This design comes from an exercise in tuning for small area, a short achievable clock period and few clock cycles per item on the open sky130 flow, not from production work. Where RTL was checked, it was by simulation tests only, not by an equivalence proof against the original.

==> flow/design.v <==
module fx_sha256 (
    input  wire         clk,
    input  wire         rst,      
    input  wire         start,    
    input  wire         init,     
    input  wire [511:0] block,    
    output wire         ready,    
    output reg          done,     
    output wire [255:0] digest    
);
  localparam [255:0] IV = {32'h6a09e667, 32'hbb67ae85, 32'h3c6ef372, 32'ha54ff53a,
                           32'h510e527f, 32'h9b05688c, 32'h1f83d9ab, 32'h5be0cd19};
  reg         busy;      
  reg         fin;       
  reg         pend;      
  reg         initn;     
  reg         initf;     
  reg  [5:0]  rk;        
  reg  [2:0]  ph;        
  reg  [31:0] q [0:4];   
  reg  [31:0] p [0:4];   
  reg  [31:0] w [0:15];  
  reg  [31:0] a, b, c, d, e, f, g, h;
  reg  [31:0] x;         
  localparam [2047:0] KTAB = {
    32'hc67178f2, 32'hbef9a3f7, 32'ha4506ceb, 32'h90befffa,
    32'h8cc70208, 32'h84c87814, 32'h78a5636f, 32'h748f82ee,
    32'h682e6ff3, 32'h5b9cca4f, 32'h4ed8aa4a, 32'h391c0cb3,
    32'h34b0bcb5, 32'h2748774c, 32'h1e376c08, 32'h19a4c116,
    32'h106aa070, 32'hf40e3585, 32'hd6990624, 32'hd192e819,
    32'hc76c51a3, 32'hc24b8b70, 32'ha81a664b, 32'ha2bfe8a1,
    32'h92722c85, 32'h81c2c92e, 32'h766a0abb, 32'h650a7354,
    32'h53380d13, 32'h4d2c6dfc, 32'h2e1b2138, 32'h27b70a85,
    32'h14292967, 32'h06ca6351, 32'hd5a79147, 32'hc6e00bf3,
    32'hbf597fc7, 32'hb00327c8, 32'ha831c66d, 32'h983e5152,
    32'h76f988da, 32'h5cb0a9dc, 32'h4a7484aa, 32'h2de92c6f,
    32'h240ca1cc, 32'h0fc19dc6, 32'hefbe4786, 32'he49b69c1,
    32'hc19bf174, 32'h9bdc06a7, 32'h80deb1fe, 32'h72be5d74,
    32'h550c7dc3, 32'h243185be, 32'h12835b01, 32'hd807aa98,
    32'hab1c5ed5, 32'h923f82a4, 32'h59f111f1, 32'h3956c25b,
    32'he9b5dba5, 32'hb5c0fbcf, 32'h71374491, 32'h428a2f98};
  wire ld = fin | pend & ~busy;
  wire [31:0] s1  = {e[5:0], e[31:6]} ^ {e[10:0], e[31:11]} ^ {e[24:0], e[31:25]};
  wire [31:0] ch  = g ^ (e & (f ^ g));
  wire [31:0] s0  = {a[1:0], a[31:2]} ^ {a[12:0], a[31:13]} ^ {a[21:0], a[31:22]};
  wire [31:0] maj = (a & b) | (c & (a | b));
  function [63:0] csa(input [31:0] i0, input [31:0] i1, input [31:0] i2);
    csa = {i0 ^ i1 ^ i2, ((i0 & i1) | (i2 & (i0 | i1))) << 1};
  endfunction
  wire [63:0] e1  = csa(d, x, ch);
  wire [63:0] e2  = csa(e1[63:32], e1[31:0], s1);
  wire [31:0] e_n = e2[63:32] + e2[31:0];
  wire [63:0] a1  = csa(x, ch, maj);
  wire [63:0] a2  = csa(s1, s0, a1[63:32]);
  wire [63:0] a3  = csa(a2[63:32], a2[31:0], a1[31:0]);
  wire [31:0] a_n = a3[63:32] + a3[31:0];
  wire [31:0] ss0   = {w[1][6:0], w[1][31:7]} ^ {w[1][17:0], w[1][31:18]} ^ (w[1] >> 3);
  wire [31:0] ss1   = {w[14][16:0], w[14][31:17]} ^ {w[14][18:0], w[14][31:19]} ^ (w[14] >> 10);
  wire [31:0] w_new = ss1 + w[9] + ss0 + w[0];
  wire        addst = fin | (busy & ((rk >= 6'd62) | (rk == 6'd0)));
  reg  [31:0] iv_a, iv_e;
  always @(*) begin
    case (ph)
      3'd1: begin iv_a = IV[159:128]; iv_e = IV[31:0];   end
      3'd2: begin iv_a = IV[191:160]; iv_e = IV[63:32];  end
      3'd3: begin iv_a = IV[223:192]; iv_e = IV[95:64];  end
      default: begin iv_a = IV[255:224]; iv_e = IV[127:96]; end
    endcase
  end
  wire [31:0] fa_a = (initf ? iv_a : q[4]) + (addst ? a : 32'd0);
  wire [31:0] fa_e = (initf ? iv_e : p[4]) + (addst ? e : 32'd0);
  wire [31:0] k_t  = KTAB[32*rk +: 32];
  wire [31:0] x_h  = busy ? g : (initn ? IV[31:0] : p[2]);
  wire [63:0] x1   = csa(x_h, k_t, w[0]);
  wire [31:0] x_n  = x1[63:32] + x1[31:0];
  assign ready  = busy ? (rk == 6'd0) : (~fin & ~pend & (ph == 3'd3));
  wire   accept = start & ready;
  assign digest = {q[0], q[1], q[2], q[3], p[0], p[1], p[2], p[3]};
  integer i;
  always @(posedge clk) begin
    for (i = 0; i < 15; i = i + 1)
      w[i] <= ready ? block[511 - 32*i -: 32] : w[i + 1];
    w[15] <= ready ? block[31:0] : w_new;
    x <= x_n;
    if (busy)
      {a, b, c, d, e, f, g, h} <= {a_n, a, b, c, e_n, e, f, g};
    else
      {a, b, c, d, e, f, g, h} <= initn ? IV : {fa_a, q[0], q[1], q[2], fa_e, p[0], p[1], p[2]};
    q[0] <= fa_a; q[1] <= q[0]; q[2] <= q[1]; q[3] <= q[2]; q[4] <= q[3];
    p[0] <= fa_e; p[1] <= p[0]; p[2] <= p[1]; p[3] <= p[2]; p[4] <= p[3];
    if (ready) initn <= init;
    if (rst) begin
      busy  <= 1'b0;
      fin   <= 1'b0;
      pend  <= 1'b0;
      done  <= 1'b0;
      initf <= 1'b0;
      rk    <= 6'd0;
      ph    <= 3'd3;
    end else begin
      done <= fin;
      fin  <= 1'b0;
      pend <= accept;
      ph   <= (ph == 3'd4) ? 3'd0 : ph + 3'd1;
      rk   <= (busy & (rk != 6'd0)) | (ld & pend) ? rk + 6'd1 : 6'd0;
      if (busy) begin
        if (rk == 6'd0) begin
          busy <= 1'b0;
          fin  <= 1'b1;
        end
      end else if (ld) begin
        initf <= pend & initn;
        if (pend) busy <= 1'b1;
      end
    end
  end
endmodule
clock: 10.0 ns
lec_check: 0
abc_area: 1
cap_margin: 20
core_margin: 2
core_utilization: 40
cts_cluster_diameter: 100
cts_cluster_size: 24
slew_margin: 20
standard.sh (not shown) runs the stock make flow with config.mk's settings and CLKGATE_MAP_FILE= SYNTH_SCRIPT=/design/flow/synth_recipe.tcl, a recipe that flattens the netlist after the stock synthesis.
==> flow/flow/run.sh <==
#!/bin/bash
# Own layout flow: the standard flow (ORFS synthesis through the standard flow's synthesis
# script, floorplan, power grid, placement, CTS, routing) with three changes:
#  - synthesis skips Yosys's quick generic ABC pass before adder extraction
#    (SYNTH_ARGS=-noabc); the final ABC mapping still runs;
#  - port buffers are the smallest buffer instead of a delay cell;
#  - timing repair aims for a setup margin of 6.0 ns.
# The clock period and constraints are the design's.
set -euo pipefail
bash standard.sh "SYNTH_ARGS=-noabc" "SETUP_SLACK_MARGIN=6.0" \
  "BUFFER_PORTS_ARGS=-inputs -outputs -buffer_cell sky130_fd_sc_hd__buf_1" \
  finish > standard_make.log 2>&1
Next try:
--- a/flow/design.v
+++ b/flow/design.v
@@ -20,27 +20,10 @@
   reg  [31:0] q [0:4];   
   reg  [31:0] p [0:4];   
   reg  [31:0] w [0:15];  
   reg  [31:0] a, b, c, d, e, f, g, h;
   reg  [31:0] x;         
-  localparam [2047:0] KTAB = {
-    32'hc67178f2, 32'hbef9a3f7, 32'ha4506ceb, 32'h90befffa,
-    32'h8cc70208, 32'h84c87814, 32'h78a5636f, 32'h748f82ee,
-    32'h682e6ff3, 32'h5b9cca4f, 32'h4ed8aa4a, 32'h391c0cb3,
-    32'h34b0bcb5, 32'h2748774c, 32'h1e376c08, 32'h19a4c116,
-    32'h106aa070, 32'hf40e3585, 32'hd6990624, 32'hd192e819,
-    32'hc76c51a3, 32'hc24b8b70, 32'ha81a664b, 32'ha2bfe8a1,
-    32'h92722c85, 32'h81c2c92e, 32'h766a0abb, 32'h650a7354,
-    32'h53380d13, 32'h4d2c6dfc, 32'h2e1b2138, 32'h27b70a85,
-    32'h14292967, 32'h06ca6351, 32'hd5a79147, 32'hc6e00bf3,
-    32'hbf597fc7, 32'hb00327c8, 32'ha831c66d, 32'h983e5152,
-    32'h76f988da, 32'h5cb0a9dc, 32'h4a7484aa, 32'h2de92c6f,
-    32'h240ca1cc, 32'h0fc19dc6, 32'hefbe4786, 32'he49b69c1,
-    32'hc19bf174, 32'h9bdc06a7, 32'h80deb1fe, 32'h72be5d74,
-    32'h550c7dc3, 32'h243185be, 32'h12835b01, 32'hd807aa98,
-    32'hab1c5ed5, 32'h923f82a4, 32'h59f111f1, 32'h3956c25b,
-    32'he9b5dba5, 32'hb5c0fbcf, 32'h71374491, 32'h428a2f98};
   wire ld = fin | pend & ~busy;
   wire [31:0] s1  = {e[5:0], e[31:6]} ^ {e[10:0], e[31:11]} ^ {e[24:0], e[31:25]};
   wire [31:0] ch  = g ^ (e & (f ^ g));
   wire [31:0] s0  = {a[1:0], a[31:2]} ^ {a[12:0], a[31:13]} ^ {a[21:0], a[31:22]};
   wire [31:0] maj = (a & b) | (c & (a | b));
@@ -67,11 +50,47 @@
       default: begin iv_a = IV[255:224]; iv_e = IV[127:96]; end
     endcase
   end
   wire [31:0] fa_a = (initf ? iv_a : q[4]) + (addst ? a : 32'd0);
   wire [31:0] fa_e = (initf ? iv_e : p[4]) + (addst ? e : 32'd0);
-  wire [31:0] k_t  = KTAB[32*rk +: 32];
+  reg  [31:0] k_t;
+  always @(*) begin
+    case (rk)
+      6'd0:  k_t = 32'h428a2f98; 6'd1:  k_t = 32'h71374491;
+      6'd2:  k_t = 32'hb5c0fbcf; 6'd3:  k_t = 32'he9b5dba5;
+      6'd4:  k_t = 32'h3956c25b; 6'd5:  k_t = 32'h59f111f1;
+      6'd6:  k_t = 32'h923f82a4; 6'd7:  k_t = 32'hab1c5ed5;
+      6'd8:  k_t = 32'hd807aa98; 6'd9:  k_t = 32'h12835b01;
+      6'd10: k_t = 32'h243185be; 6'd11: k_t = 32'h550c7dc3;
+      6'd12: k_t = 32'h72be5d74; 6'd13: k_t = 32'h80deb1fe;
+      6'd14: k_t = 32'h9bdc06a7; 6'd15: k_t = 32'hc19bf174;
+      6'd16: k_t = 32'he49b69c1; 6'd17: k_t = 32'hefbe4786;
+      6'd18: k_t = 32'h0fc19dc6; 6'd19: k_t = 32'h240ca1cc;
+      6'd20: k_t = 32'h2de92c6f; 6'd21: k_t = 32'h4a7484aa;
+      6'd22: k_t = 32'h5cb0a9dc; 6'd23: k_t = 32'h76f988da;
+      6'd24: k_t = 32'h983e5152; 6'd25: k_t = 32'ha831c66d;
+      6'd26: k_t = 32'hb00327c8; 6'd27: k_t = 32'hbf597fc7;
+      6'd28: k_t = 32'hc6e00bf3; 6'd29: k_t = 32'hd5a79147;
+      6'd30: k_t = 32'h06ca6351; 6'd31: k_t = 32'h14292967;
+      6'd32: k_t = 32'h27b70a85; 6'd33: k_t = 32'h2e1b2138;
+      6'd34: k_t = 32'h4d2c6dfc; 6'd35: k_t = 32'h53380d13;
+      6'd36: k_t = 32'h650a7354; 6'd37: k_t = 32'h766a0abb;
+      6'd38: k_t = 32'h81c2c92e; 6'd39: k_t = 32'h92722c85;
+      6'd40: k_t = 32'ha2bfe8a1; 6'd41: k_t = 32'ha81a664b;
+      6'd42: k_t = 32'hc24b8b70; 6'd43: k_t = 32'hc76c51a3;
+      6'd44: k_t = 32'hd192e819; 6'd45: k_t = 32'hd6990624;
+      6'd46: k_t = 32'hf40e3585; 6'd47: k_t = 32'h106aa070;
+      6'd48: k_t = 32'h19a4c116; 6'd49: k_t = 32'h1e376c08;
+      6'd50: k_t = 32'h2748774c; 6'd51: k_t = 32'h34b0bcb5;
+      6'd52: k_t = 32'h391c0cb3; 6'd53: k_t = 32'h4ed8aa4a;
+      6'd54: k_t = 32'h5b9cca4f; 6'd55: k_t = 32'h682e6ff3;
+      6'd56: k_t = 32'h748f82ee; 6'd57: k_t = 32'h78a5636f;
+      6'd58: k_t = 32'h84c87814; 6'd59: k_t = 32'h8cc70208;
+      6'd60: k_t = 32'h90befffa; 6'd61: k_t = 32'ha4506ceb;
+      6'd62: k_t = 32'hbef9a3f7; default: k_t = 32'hc67178f2;
+    endcase
+  end
   wire [31:0] x_h  = busy ? g : (initn ? IV[31:0] : p[2]);
   wire [63:0] x1   = csa(x_h, k_t, w[0]);
   wire [31:0] x_n  = x1[63:32] + x1[31:0];
   assign ready  = busy ? (rk == 6'd0) : (~fin & ~pend & (ph == 3'd3));
   wire   accept = start & ready;
What happened:
- The new run went through all stages and came out clean
- worst hold slack gets better by 0.0077 ns
- final cell count fell by 4.9%
- synthesized cell count goes down by 6.2%
- worst setup slack gets better by 0.044 ns
- global-route usage grows by 0.50 points
- first-iteration DRC count increases by 3.0%
- via count went down by 3.8%
Testbench counts after the change, summed over its fixed seeds: cycles 83,224, blocks 1,280.
Function not checked in the first run of this note: the RTL went through the layout flow alone.

fx_sha256, a different RTL version from the one above (not shown whole).
For scale: roughly 1100 flip-flops, about 770 I/O pins, ~56000 sq um of cells after synthesis.
==> module fx_sha256, before the edit <==
module fx_sha256 (
    input  wire         clk,
    input  wire         rst,      
    input  wire         start,    
    input  wire         init,     
    input  wire [511:0] block,    
    output wire         ready,    
    output reg          done,     
    output wire [255:0] digest    
);
  localparam [255:0] IV = {32'h6a09e667, 32'hbb67ae85, 32'h3c6ef372, 32'ha54ff53a,
                           32'h510e527f, 32'h9b05688c, 32'h1f83d9ab, 32'h5be0cd19};
  reg         busy;      
  reg         fin;       
  reg         initf;     
  reg  [5:0]  round;
  reg  [1:0]  ph;        
  reg  [31:0] q [0:3];   
  reg  [31:0] p [0:3];   
  reg  [31:0] w [0:15];  
  reg  [31:0] a, b, c, d, e, f, g, h;
  reg [31:0] k_t;
  always @(*) begin
    case (round)
      6'd0:  k_t = 32'h428a2f98; 6'd1:  k_t = 32'h71374491;
      6'd2:  k_t = 32'hb5c0fbcf; 6'd3:  k_t = 32'he9b5dba5;
      6'd4:  k_t = 32'h3956c25b; 6'd5:  k_t = 32'h59f111f1;
      6'd6:  k_t = 32'h923f82a4; 6'd7:  k_t = 32'hab1c5ed5;
      6'd8:  k_t = 32'hd807aa98; 6'd9:  k_t = 32'h12835b01;
      6'd10: k_t = 32'h243185be; 6'd11: k_t = 32'h550c7dc3;
      6'd12: k_t = 32'h72be5d74; 6'd13: k_t = 32'h80deb1fe;
      6'd14: k_t = 32'h9bdc06a7; 6'd15: k_t = 32'hc19bf174;
      6'd16: k_t = 32'he49b69c1; 6'd17: k_t = 32'hefbe4786;
      6'd18: k_t = 32'h0fc19dc6; 6'd19: k_t = 32'h240ca1cc;
      6'd20: k_t = 32'h2de92c6f; 6'd21: k_t = 32'h4a7484aa;
      6'd22: k_t = 32'h5cb0a9dc; 6'd23: k_t = 32'h76f988da;
      6'd24: k_t = 32'h983e5152; 6'd25: k_t = 32'ha831c66d;
      6'd26: k_t = 32'hb00327c8; 6'd27: k_t = 32'hbf597fc7;
      6'd28: k_t = 32'hc6e00bf3; 6'd29: k_t = 32'hd5a79147;
      6'd30: k_t = 32'h06ca6351; 6'd31: k_t = 32'h14292967;
      6'd32: k_t = 32'h27b70a85; 6'd33: k_t = 32'h2e1b2138;
      6'd34: k_t = 32'h4d2c6dfc; 6'd35: k_t = 32'h53380d13;
      6'd36: k_t = 32'h650a7354; 6'd37: k_t = 32'h766a0abb;
      6'd38: k_t = 32'h81c2c92e; 6'd39: k_t = 32'h92722c85;
      6'd40: k_t = 32'ha2bfe8a1; 6'd41: k_t = 32'ha81a664b;
      6'd42: k_t = 32'hc24b8b70; 6'd43: k_t = 32'hc76c51a3;
      6'd44: k_t = 32'hd192e819; 6'd45: k_t = 32'hd6990624;
      6'd46: k_t = 32'hf40e3585; 6'd47: k_t = 32'h106aa070;
      6'd48: k_t = 32'h19a4c116; 6'd49: k_t = 32'h1e376c08;
      6'd50: k_t = 32'h2748774c; 6'd51: k_t = 32'h34b0bcb5;
      6'd52: k_t = 32'h391c0cb3; 6'd53: k_t = 32'h4ed8aa4a;
      6'd54: k_t = 32'h5b9cca4f; 6'd55: k_t = 32'h682e6ff3;
      6'd56: k_t = 32'h748f82ee; 6'd57: k_t = 32'h78a5636f;
      6'd58: k_t = 32'h84c87814; 6'd59: k_t = 32'h8cc70208;
      6'd60: k_t = 32'h90befffa; 6'd61: k_t = 32'ha4506ceb;
      6'd62: k_t = 32'hbef9a3f7; default: k_t = 32'hc67178f2;
    endcase
  end
  wire [31:0] s1  = {e[5:0], e[31:6]} ^ {e[10:0], e[31:11]} ^ {e[24:0], e[31:25]};
  wire [31:0] ch  = g ^ (e & (f ^ g));
  wire [31:0] s0  = {a[1:0], a[31:2]} ^ {a[12:0], a[31:13]} ^ {a[21:0], a[31:22]};
  wire [31:0] maj = (a & b) | (c & (a | b));
  function [63:0] csa(input [31:0] x, input [31:0] y, input [31:0] z);
    csa = {x ^ y ^ z, ((x & y) | (z & (x | y))) << 1};
  endfunction
  wire [63:0] e1 = csa(d, h, w[0]);
  wire [63:0] e2 = csa(e1[63:32], e1[31:0], k_t);
  wire [63:0] e3 = csa(s1, ch, e2[63:32]);
  wire [63:0] e4 = csa(e3[63:32], e3[31:0], e2[31:0]);
  wire [31:0] e_n = e4[63:32] + e4[31:0];
  wire [63:0] a1 = csa(h, w[0], k_t);
  wire [63:0] a2 = csa(s1, ch, s0);
  wire [63:0] a3 = csa(maj, a1[63:32], a1[31:0]);
  wire [63:0] a4 = csa(a2[63:32], a2[31:0], a3[63:32]);
  wire [63:0] a5 = csa(a4[63:32], a4[31:0], a3[31:0]);
  wire [31:0] a_n = a5[63:32] + a5[31:0];
  wire [31:0] ss0   = {w[1][6:0], w[1][31:7]} ^ {w[1][17:0], w[1][31:18]} ^ (w[1] >> 3);
  wire [31:0] ss1   = {w[14][16:0], w[14][31:17]} ^ {w[14][18:0], w[14][31:19]} ^ (w[14] >> 10);
  wire [31:0] w_new = ss1 + w[9] + ss0 + w[0];
  wire        turn  = ~busy | (round >= 6'd61);
  wire        addst = busy | fin;
  reg  [31:0] iv_a, iv_e;
  always @(*) begin
    case (ph)
      2'd0: begin iv_a = IV[159:128]; iv_e = IV[31:0];   end
      2'd1: begin iv_a = IV[191:160]; iv_e = IV[63:32];  end
      2'd2: begin iv_a = IV[223:192]; iv_e = IV[95:64];  end
      default: begin iv_a = IV[255:224]; iv_e = IV[127:96]; end
    endcase
  end
  wire [31:0] fa_a = (initf ? iv_a : q[3]) + (addst ? a : 32'd0);
  wire [31:0] fa_e = (initf ? iv_e : p[3]) + (addst ? e : 32'd0);
  wire accept = start & ~busy & (ph == 2'd3);
  assign ready  = ~busy & (ph == 2'd3);
  assign digest = {q[0], q[1], q[2], q[3], p[0], p[1], p[2], p[3]};
  integer i;
  always @(posedge clk) begin
    for (i = 0; i < 15; i = i + 1)
      w[i] <= accept ? block[511 - 32*i -: 32] : w[i + 1];
    w[15] <= accept ? block[31:0] : w_new;
    if (busy)
      {a, b, c, d, e, f, g, h} <= {a_n, a, b, c, e_n, e, f, g};
    else
      {a, b, c, d, e, f, g, h} <= init ? IV : {fa_a, q[0], q[1], q[2], fa_e, p[0], p[1], p[2]};
    if (turn) begin
      q[0] <= fa_a; q[1] <= q[0]; q[2] <= q[1]; q[3] <= q[2];
      p[0] <= fa_e; p[1] <= p[0]; p[2] <= p[1]; p[3] <= p[2];
    end
    if (rst) begin
      busy  <= 1'b0;
      fin   <= 1'b0;
      done  <= 1'b0;
      initf <= 1'b0;
      round <= 6'd0;
      ph    <= 2'd3;
    end else begin
      done <= fin;
      fin  <= 1'b0;
      if (turn) ph <= ph + 2'd1;
      if (busy) begin
        round <= round + 6'd1;
        if (round == 6'd63) begin
          busy <= 1'b0;
          fin  <= 1'b1;
        end
      end else begin
        if (fin | accept) initf <= accept & init;
        round <= 6'd0;
        if (accept) busy <= 1'b1;
      end
    end
  end
endmodule
==> flow/config.mk <==
export PLATFORM = sky130hd
export DESIGN_NAME = fx_sha256
export DESIGN_NICKNAME = fx_sha256
export VERILOG_FILES = /design/flow/design.v
export SDC_FILE = /design/flow/constraint.sdc
export NUM_CORES = 4
export LEC_CHECK = 0
export CAP_MARGIN = 20
export CORE_MARGIN = 2
export CORE_UTILIZATION = 40
export SLEW_MARGIN = 20
==> flow/constraint.sdc <==
create_clock -name core_clock -period 10.0 [get_ports {clk}]
set_input_delay 2.0000 -clock core_clock [delete_from_list [all_inputs] [get_ports {clk}]]
set_output_delay 2.0000 -clock core_clock [all_outputs]
set_load 0.01 [all_outputs]
==> flow/flow/run.sh <==
#!/bin/bash
# Own layout flow: the standard flow (standard synthesis, floorplan, power grid,
# placement, CTS, routing) with two changes: port buffers are the smallest
# buffer instead of a delay cell, and timing repair aims for a larger setup
# margin. The clock period and constraints are the design's.
set -euo pipefail
MARGIN=${MARGIN:-5}
bash standard.sh "SETUP_SLACK_MARGIN=$MARGIN" \
  "BUFFER_PORTS_ARGS=-inputs -outputs -buffer_cell sky130_fd_sc_hd__buf_1" \
  finish > standard_make.log 2>&1
Testbench counts at the start, summed over its fixed seeds: cycles 83,216, blocks 1,280.
Then changed:
--- a/flow/design.v
+++ b/flow/design.v
@@ -14,9 +14,9 @@
   reg         fin;       
   reg         initf;     
   reg  [5:0]  round;
-  reg  [1:0]  ph;        
-  reg  [31:0] q [0:3];   
-  reg  [31:0] p [0:3];   
+  reg  [2:0]  ph;        
+  reg  [31:0] q [0:4];   
+  reg  [31:0] p [0:4];   
   reg  [31:0] w [0:15];  
   reg  [31:0] a, b, c, d, e, f, g, h;
   reg [31:0] k_t;
@@ -77,21 +77,20 @@
   wire [31:0] ss0   = {w[1][6:0], w[1][31:7]} ^ {w[1][17:0], w[1][31:18]} ^ (w[1] >> 3);
   wire [31:0] ss1   = {w[14][16:0], w[14][31:17]} ^ {w[14][18:0], w[14][31:19]} ^ (w[14] >> 10);
   wire [31:0] w_new = ss1 + w[9] + ss0 + w[0];
-  wire        turn  = ~busy | (round >= 6'd61);
-  wire        addst = busy | fin;
+  wire        addst = fin | (busy & (round >= 6'd61));
   reg  [31:0] iv_a, iv_e;
   always @(*) begin
     case (ph)
-      2'd0: begin iv_a = IV[159:128]; iv_e = IV[31:0];   end
-      2'd1: begin iv_a = IV[191:160]; iv_e = IV[63:32];  end
-      2'd2: begin iv_a = IV[223:192]; iv_e = IV[95:64];  end
+      3'd1: begin iv_a = IV[159:128]; iv_e = IV[31:0];   end
+      3'd2: begin iv_a = IV[191:160]; iv_e = IV[63:32];  end
+      3'd3: begin iv_a = IV[223:192]; iv_e = IV[95:64];  end
       default: begin iv_a = IV[255:224]; iv_e = IV[127:96]; end
     endcase
   end
-  wire [31:0] fa_a = (initf ? iv_a : q[3]) + (addst ? a : 32'd0);
-  wire [31:0] fa_e = (initf ? iv_e : p[3]) + (addst ? e : 32'd0);
-  wire accept = start & ~busy & (ph == 2'd3);
-  assign ready  = ~busy & (ph == 2'd3);
+  wire [31:0] fa_a = (initf ? iv_a : q[4]) + (addst ? a : 32'd0);
+  wire [31:0] fa_e = (initf ? iv_e : p[4]) + (addst ? e : 32'd0);
+  wire accept = start & ~busy & (ph == 3'd4);
+  assign ready  = ~busy & (ph == 3'd4);
   assign digest = {q[0], q[1], q[2], q[3], p[0], p[1], p[2], p[3]};
   integer i;
   always @(posedge clk) begin
@@ -102,21 +101,19 @@
       {a, b, c, d, e, f, g, h} <= {a_n, a, b, c, e_n, e, f, g};
     else
       {a, b, c, d, e, f, g, h} <= init ? IV : {fa_a, q[0], q[1], q[2], fa_e, p[0], p[1], p[2]};
-    if (turn) begin
-      q[0] <= fa_a; q[1] <= q[0]; q[2] <= q[1]; q[3] <= q[2];
-      p[0] <= fa_e; p[1] <= p[0]; p[2] <= p[1]; p[3] <= p[2];
-    end
+    q[0] <= fa_a; q[1] <= q[0]; q[2] <= q[1]; q[3] <= q[2]; q[4] <= q[3];
+    p[0] <= fa_e; p[1] <= p[0]; p[2] <= p[1]; p[3] <= p[2]; p[4] <= p[3];
     if (rst) begin
       busy  <= 1'b0;
       fin   <= 1'b0;
       done  <= 1'b0;
       initf <= 1'b0;
       round <= 6'd0;
-      ph    <= 2'd3;
+      ph    <= 3'd4;
     end else begin
       done <= fin;
       fin  <= 1'b0;
-      if (turn) ph <= ph + 2'd1;
+      ph <= (ph == 3'd4) ? 3'd0 : ph + 3'd1;
       if (busy) begin
         round <= round + 6'd1;
         if (round == 6'd63) begin
Setup slack is worse by 0.19 ns.
Synthesized cell count rises by about 2.3%.
Core utilization rises by 0.76 points.
Worst hold slack is worse by 0.056 ns.
Global-route usage falls by 0.54 points.
Critical path depth is unchanged.
Clock skew falls by 0.0041 ns.
Sequential share of layout area falls by 1.3 points.
Wire length falls by about 4.6%.
First-iteration DRC count does not change.
Count of clock-buffer cells in the layout falls by 9.
No functional check of the RTL was part of the second run of this note.

-- what the ideal ports hide --
Ports are ideal in the flow. The routed layouts listed here were re-timed in OpenROAD.
Step 1 (the two cells are an assumption about what drives the block):
set clk [get_ports {clk}]
set_driving_cell -lib_cell sky130_fd_sc_hd__clkbuf_16 $clk
set_driving_cell -lib_cell sky130_fd_sc_hd__buf_2 [delete_from_list [all_inputs] $clk]
Step 2, shift: input delay + t, output delay - t, t = (earliest + latest rising clock arrival at the registers) / 2. This alone moves slack from input paths to output paths.
Three values: no drivers, after step 1, after step 2; two values: the first two.
| run | t (ns) | slack for setup (ns) | slew at the worst register clock pin (ns) |
|---|---|---|---|
| the first run of note 1 | 0.807 | 5.964 / 5.964 / 5.964 | 0.11 / 0.11 |
| the second run of note 1 | 0.796 | 6.008 / 5.969 / 5.272 | 0.11 / 0.11 |
| the first run of note 2 | 0.851 | 5.049 / 5.049 / 4.407 | 0.07 / 0.07 |
| the second run of note 2 | 0.824 | 4.861 / 4.861 / 4.433 | 0.07 / 0.07 |
After both steps every run listed still meets setup and hold. For the second run of note 1, which loses most, drivers alone change the setup slack by -0.039 ns; drivers and shift together by -0.736 ns.
